From an optimization exercise on the open Yosys and OpenROAD flow, aimed at small area, a short achievable clock period and few clock cycles per item; shortcuts taken in it are not production practice. Where RTL was checked, it was by simulation tests only, not by an equivalence proof against the original.

Design rafter_level, start of the top module:
module rafter_level (
    input  wire        clk,
    input  wire        rst,
    input  wire        in_valid,
    output wire        in_ready,
    input  wire [9:0]  floor_lvl,
    input  wire [9:0]  intensity,
    input  wire [9:0]  wave_min,
    input  wire [9:0]  wave_max,
    input  wire        c0_hit,
    input  wire [9:0]  c0_level,
    input  wire        c1_hit,
    input  wire [9:0]  c1_level,
    input  wire        follow,
    input  wire [15:0] y,
    input  wire [15:0] yage,
    input  wire [15:0] dl_timeout,
    input  wire [9:0]  dl_lo,
    input  wire [9:0]  dl_hi,
    input  wire [9:0]  dl_min,
    input  wire [15:0] ramp_up,
    input  wire [15:0] ramp_down,
    input  wire [9:0]  deadband,
    input  wire [15:0] refresh,
    input  wire        tick,
    input  wire [15:0] l_in,
    input  wire [9:0]  last_sent_in,
    input  wire        c0_active_in,
    input  wire        pending_in,
    input  wire        refresh_only_in,
    input  wire [15:0] refresh_tmr_in,
    output reg         out_valid,
    input  wire        out_ready,
    output wire [15:0] l_out,
    output wire [9:0]  last_sent_out,
    output wire        c0_active_out,
    output wire        pending_out,
    output wire        refresh_only_out,
    output wire [15:0] refresh_tmr_out,
    output wire        released
);
    function [16:0] add16(input [15:0] a, input [15:0] b, input ci);
        integer k;
        reg c;
        begin
            c = ci;
            for (k = 0; k < 16; k = k + 1) begin
                add16[k] = a[k] ^ b[k] ^ c;
                c = (a[k] & b[k]) | (a[k] & c) | (b[k] & c);
            end
            add16[16] = c;
        end
    endfunction
    function ge16(input [15:0] a, input [15:0] b);
        integer k;
        reg c;
        begin
            c = 1'b1;
            for (k = 0; k < 16; k = k + 1)
                c = (a[k] & ~b[k]) | (a[k] & c) | (~b[k] & c);
            ge16 = c;
        end
    endfunction
    function ge16t(input [15:0] a, input [15:0] b);
        integer k, w;
        reg [15:0] g, e;
        begin
            g = a & ~b;
            e = ~(a ^ b);
            for (w = 1; w < 16; w = w * 2)
                for (k = 0; k < 16; k = k + 2 * w) begin
                    g[k] = g[k + w] | (e[k + w] & g[k]);
                    e[k] = e[k + w] & e[k];
                end
  ...
export LEC_CHECK = 0
export ABC_AREA = 1
export CAP_MARGIN = 20
export CORE_MARGIN = 2
export CORE_UTILIZATION = 40
export CTS_CLUSTER_DIAMETER = 100
export CTS_CLUSTER_SIZE = 26
export SLEW_MARGIN = 20
create_clock -name core_clock -period 70.0 [get_ports {clk}]
standard.sh (not shown) runs the stock make flow with config.mk's settings and CLKGATE_MAP_FILE= SYNTH_SCRIPT=/design/flow/synth_recipe.tcl, a recipe that flattens the netlist after the stock synthesis.
==> flow/flow/run.sh <==
#!/bin/bash
# The standard layout (standard.sh, unchanged synthesis and steps), except that
# buffer_ports puts a sky130_fd_sc_hd__buf_2 on every input and output port instead
# of the delay-cell buffer it picks by default.
set -euo pipefail
export BUFFER_PORTS_ARGS="-buffer_cell sky130_fd_sc_hd__buf_2"
bash standard.sh > flow.log 2>&1
The baseline finished with timing, DRC and antenna clean.
Testbench counts at the start, summed over its fixed seeds: cycles 19,232, items 19,200.
Next try:
==> flow/run.sh (new file) <==
#!/bin/bash
# synth_recipe.tcl (not shown) runs the flow's synth.tcl, then flattens the netlist and writes it again
# the make line also repeats each setting of config.mk as NAME=value (left out here)
make -C /OpenROAD-flow-scripts/flow DESIGN_CONFIG=/design/flow/config.mk WORK_HOME=/design/flow/orfs CLKGATE_MAP_FILE= SYNTH_SCRIPT=/design/flow/synth_recipe.tcl finish
--- a/flow/config.mk
+++ b/flow/config.mk
@@ -7,3 +7,2 @@
 export LEC_CHECK = 0
-export ABC_AREA = 1
 export CAP_MARGIN = 20
removed: flow/flow/run.sh
removed: flow/standard.sh
Result: Non-clock buffer count increases by 7. Worst setup slack degrades by 390 ps. Sequential cell count stays the same. Core utilization rises by 1.4 points. Hold slack gets worse by 4.3 ps. Routed wire length rises by 4.6%. Critical path depth does not change.
Next try:
==> flow/flow/run.sh (new file) <==
#!/bin/bash
# The standard layout (standard.sh, unchanged synthesis and steps), except that
# buffer_ports puts a sky130_fd_sc_hd__buf_1 on every input and output port instead
# of the delay-cell buffer it picks by default.
set -euo pipefail
export BUFFER_PORTS_ARGS="-buffer_cell sky130_fd_sc_hd__buf_1"
bash standard.sh > flow.log 2>&1
==> flow/standard.sh (new file) <==
#!/bin/bash
# synth_recipe.tcl (not shown) runs the flow's synth.tcl, then flattens the netlist and writes it again
# the make line also repeats each setting of config.mk as NAME=value (left out here)
make -C /OpenROAD-flow-scripts/flow DESIGN_CONFIG=/design/flow/config.mk WORK_HOME=/design/flow/orfs CLKGATE_MAP_FILE= SYNTH_SCRIPT=/design/flow/synth_recipe.tcl "${@:-finish}"
--- a/flow/config.mk
+++ b/flow/config.mk
@@ -7,2 +7,3 @@
 export LEC_CHECK = 0
+export ABC_AREA = 1
 export CAP_MARGIN = 20
removed: flow/run.sh
The changed run went through all stages and came out clean.
Final cell count goes up by a little under a tenth.
Clock-buffer cell count goes up by 4.
Non-clock buffer count goes down by 9.
Area after synthesis goes down slightly.
Next try:
==> flow/run.sh (new file) <==
#!/bin/bash
# synth_recipe.tcl (not shown) runs the flow's synth.tcl, then flattens the netlist and writes it again
# the make line also repeats each setting of config.mk as NAME=value (left out here)
make -C /OpenROAD-flow-scripts/flow DESIGN_CONFIG=/design/flow/config.mk WORK_HOME=/design/flow/orfs CLKGATE_MAP_FILE= SYNTH_SCRIPT=/design/flow/synth_recipe.tcl finish
removed: flow/flow/run.sh
removed: flow/standard.sh
Wire length climbs by a few percent. Die area is unchanged. Cell count hardly moves. Utilization climbs by 2.3 points. First-iteration DRC count drops by a few percent. Clock skew stays flat. Count of clock-buffer cells in the layout drops by 2. Maximum frequency drops by a few percent. Global-route usage climbs by 0.46 points.
Next try:
--- a/flow/config.mk
+++ b/flow/config.mk
@@ -7,3 +7,2 @@
 export LEC_CHECK = 0
-export ABC_AREA = 1
 export CAP_MARGIN = 20
@@ -11,4 +10,4 @@
 export CORE_UTILIZATION = 40
-export CTS_CLUSTER_DIAMETER = 100
-export CTS_CLUSTER_SIZE = 26
+export CTS_CLUSTER_DIAMETER = 80
+export CTS_CLUSTER_SIZE = 32
 export SLEW_MARGIN = 20
Via count fell slightly. Count of clock-buffer cells in the layout falls by 5. Cell area came out higher slightly.


Another version of the RTL of rafter_level (not shown whole).
Size in the first run: about 300 I/O pins, roughly 0.031 mm2 of cells after synthesis.
==> flow/config.mk <==
export PLATFORM = sky130hd
export DESIGN_NAME = rafter_level
export DESIGN_NICKNAME = rafter_level
export VERILOG_FILES = /design/flow/design.v
export SDC_FILE = /design/flow/constraint.sdc
export NUM_CORES = 4
export LEC_CHECK = 0
export ABC_AREA = 1
export CAP_MARGIN = 20
export CORE_MARGIN = 2
export CORE_UTILIZATION = 40
export CTS_CLUSTER_DIAMETER = 100
export CTS_CLUSTER_SIZE = 26
export SLEW_MARGIN = 20
==> flow/constraint.sdc <==
create_clock -name core_clock -period 70.0 [get_ports {clk}]
set_input_delay 14.0000 -clock core_clock [delete_from_list [all_inputs] [get_ports {clk}]]
set_output_delay 14.0000 -clock core_clock [all_outputs]
set_load 0.01 [all_outputs]
run.sh (not shown) runs the stock make flow with config.mk's settings and CLKGATE_MAP_FILE= SYNTH_SCRIPT=/design/flow/synth_recipe.tcl, a recipe that flattens the netlist after the stock synthesis.
Stock flow here: none of the scripts above is used.
The first run ran to the end with no violations.
Rerun with:
--- a/flow/config.mk
+++ b/flow/config.mk
@@ -7,3 +7,2 @@
 export LEC_CHECK = 0
-export ABC_AREA = 1
 export CAP_MARGIN = 20
Result: Design area came out higher by 2.3%; count of clock-buffer cells in the layout came out higher by 2; clock skew hardly moves; maximum frequency barely changes; routed wire length came out higher by 8.3%; hold slack barely changes; die area came out higher by 2.0%; synthesized area came out higher by 2.0%; setup slack gets worse by 0.041 ns; cell count came out lower by 6.1%.
No run of this note included a check of the RTL's function; only the layout flow was run.


rafter_level, a different RTL version from the one above (not shown whole).
For scale: about 500 flip-flops, roughly 32000 um^2 of cells after synthesis.
Settings: LEC_CHECK=0, CAP_MARGIN=20, CORE_MARGIN=2, CORE_UTILIZATION=40, CTS_CLUSTER_DIAMETER=100, CTS_CLUSTER_SIZE=26, SLEW_MARGIN=20; clock period 70.0 ns.
Change:
- CTS_CLUSTER_DIAMETER: 100 -> unset
- CTS_CLUSTER_SIZE: 26 -> 22
Count of clock-buffer cells in the layout rose by 35.
Clock skew rose by 0.034 ns.
Design area came out higher by 2.5%.
Setup slack improved by 0.033 ns.
Via count is higher by 0.60%.
Non-clock buffer count stays the same.
No run of this note included a check of the RTL's function; only the layout flow was run.


Another version of the RTL of rafter_level (not shown whole).
Size in the first run: roughly 2900 cells after synthesis, roughly 300 I/O pins, about 0.034 sq mm of cells after synthesis.
clock: 70.0 ns
lec_check: 0
cap_margin: 20
core_margin: 2
core_utilization: 40
slew_margin: 20
The starting point completed without violations.
Testbench counts at the start, summed over its fixed seeds: cycles 19,232, items 19,200.
==> next run, changes <==
CTS_BUF_LIST = sky130_fd_sc_hd__clkbuf_4 sky130_fd_sc_hd__clkbuf_8   (was unset)
CTS_CLUSTER_SIZE = 30   (was unset)
Result: Area after synthesis does not change; worst hold slack gets worse by 0.0080 ns; sequential cell count is unchanged.


Another version of the RTL of rafter_level (not shown whole).
For scale: about 300 I/O pins, ~31000 sq um of cells after synthesis.
Settings: LEC_CHECK=0, ABC_AREA=1, CAP_MARGIN=20, CORE_MARGIN=2, CORE_UTILIZATION=40, CTS_CLUSTER_DIAMETER=100, CTS_CLUSTER_SIZE=26, SLEW_MARGIN=20; clock period 70.0 ns.
standard.sh (not shown) runs the stock make flow with config.mk's settings and CLKGATE_MAP_FILE= SYNTH_SCRIPT=/design/flow/synth_recipe.tcl, a recipe that flattens the netlist after the stock synthesis.
==> flow/flow/run.sh <==
#!/bin/bash
# The standard layout (standard.sh, unchanged synthesis and steps), except that
# buffer_ports puts a sky130_fd_sc_hd__buf_1 on every input and output port instead
# of the delay-cell buffer it picks by default, and clock tree synthesis adds no
# dummy loads.
set -euo pipefail
export BUFFER_PORTS_ARGS="-buffer_cell sky130_fd_sc_hd__buf_1"
export CTS_ARGS="-sink_clustering_enable -repair_clock_nets -sink_clustering_size 26 -sink_clustering_max_diameter 100 -dont_use_dummy_load"
bash standard.sh > flow.log 2>&1
The first run ran to the end with no violations.
Testbench counts at the start, summed over its fixed seeds: cycles 19,232, items 19,200.
Then changed:
==> flow/run.sh (new file) <==
#!/bin/bash
# synth_recipe.tcl (not shown) runs the flow's synth.tcl, then flattens the netlist and writes it again
# the make line also repeats each setting of config.mk as NAME=value (left out here)
make -C /OpenROAD-flow-scripts/flow DESIGN_CONFIG=/design/flow/config.mk WORK_HOME=/design/flow/orfs CLKGATE_MAP_FILE= SYNTH_SCRIPT=/design/flow/synth_recipe.tcl finish
removed: flow/flow/run.sh
removed: flow/standard.sh
=> The new run produced a clean layout; cell area rose by a few percent; clock skew fell by 0.050 ns; synthesized cell count does not change.

[port drivers added, routing unchanged]
Ports are ideal in the flow. The routed layouts listed here were re-timed in OpenROAD.
Step 1 assumes that a clkbuf_16 drives the clock port and a buf_2 every other input.
Step 2, shift: input delay + t, output delay - t, t = (earliest + latest rising clock arrival at the registers) / 2. This alone moves slack from input paths to output paths.
Slacks: ideal ports / drivers / drivers and shift; pairs: ideal ports / drivers.
| run | t, ns | setup WS [ns] | worst setup path after step 2 |
|---|---|---|---|
| the first run of note 1 | 0.665 | 54.806 / 54.743 / 54.857 | input to register |
| the second run of note 1 | 0.647 | 54.419 / 54.358 / 54.176 | input to register |
| the third run of note 1 | 0.661 | 54.816 / 54.754 / 54.551 | input to register |
| the fourth run of note 1 | 0.651 | 54.439 / 54.378 / 54.260 | input to register |
| the fifth run of note 1 | 0.671 | 54.380 / 54.320 / 54.186 | input to register |
| the first run of note 2 | 0.670 | 54.418 / 54.357 / 54.150 | input to register |
| the second run of note 2 | 0.685 | 54.377 / 54.312 / 54.328 | input to register |
| the first run of note 3 | 0.687 | 52.693 / 52.693 / 52.693 | register to register |
| the second run of note 3 | 0.686 | 52.727 / 52.727 / 52.727 | register to register |
| the first run of note 4 | 0.686 | 54.327 / 54.319 / 54.191 | input to register |
| the second run of note 4 | 0.752 | 54.303 / 54.292 / 54.146 | input to register |
| the first run of note 5 | 0.651 | 54.790 / 54.728 / 54.918 | input to register |
| the second run of note 5 | 0.680 | 54.376 / 54.314 / 54.279 | input to register |
After both steps setup and hold are still met in every run listed. The setup slack of the first run of note 2, which loses most, moves by -0.061 ns with the drivers and by -0.268 ns with both steps.
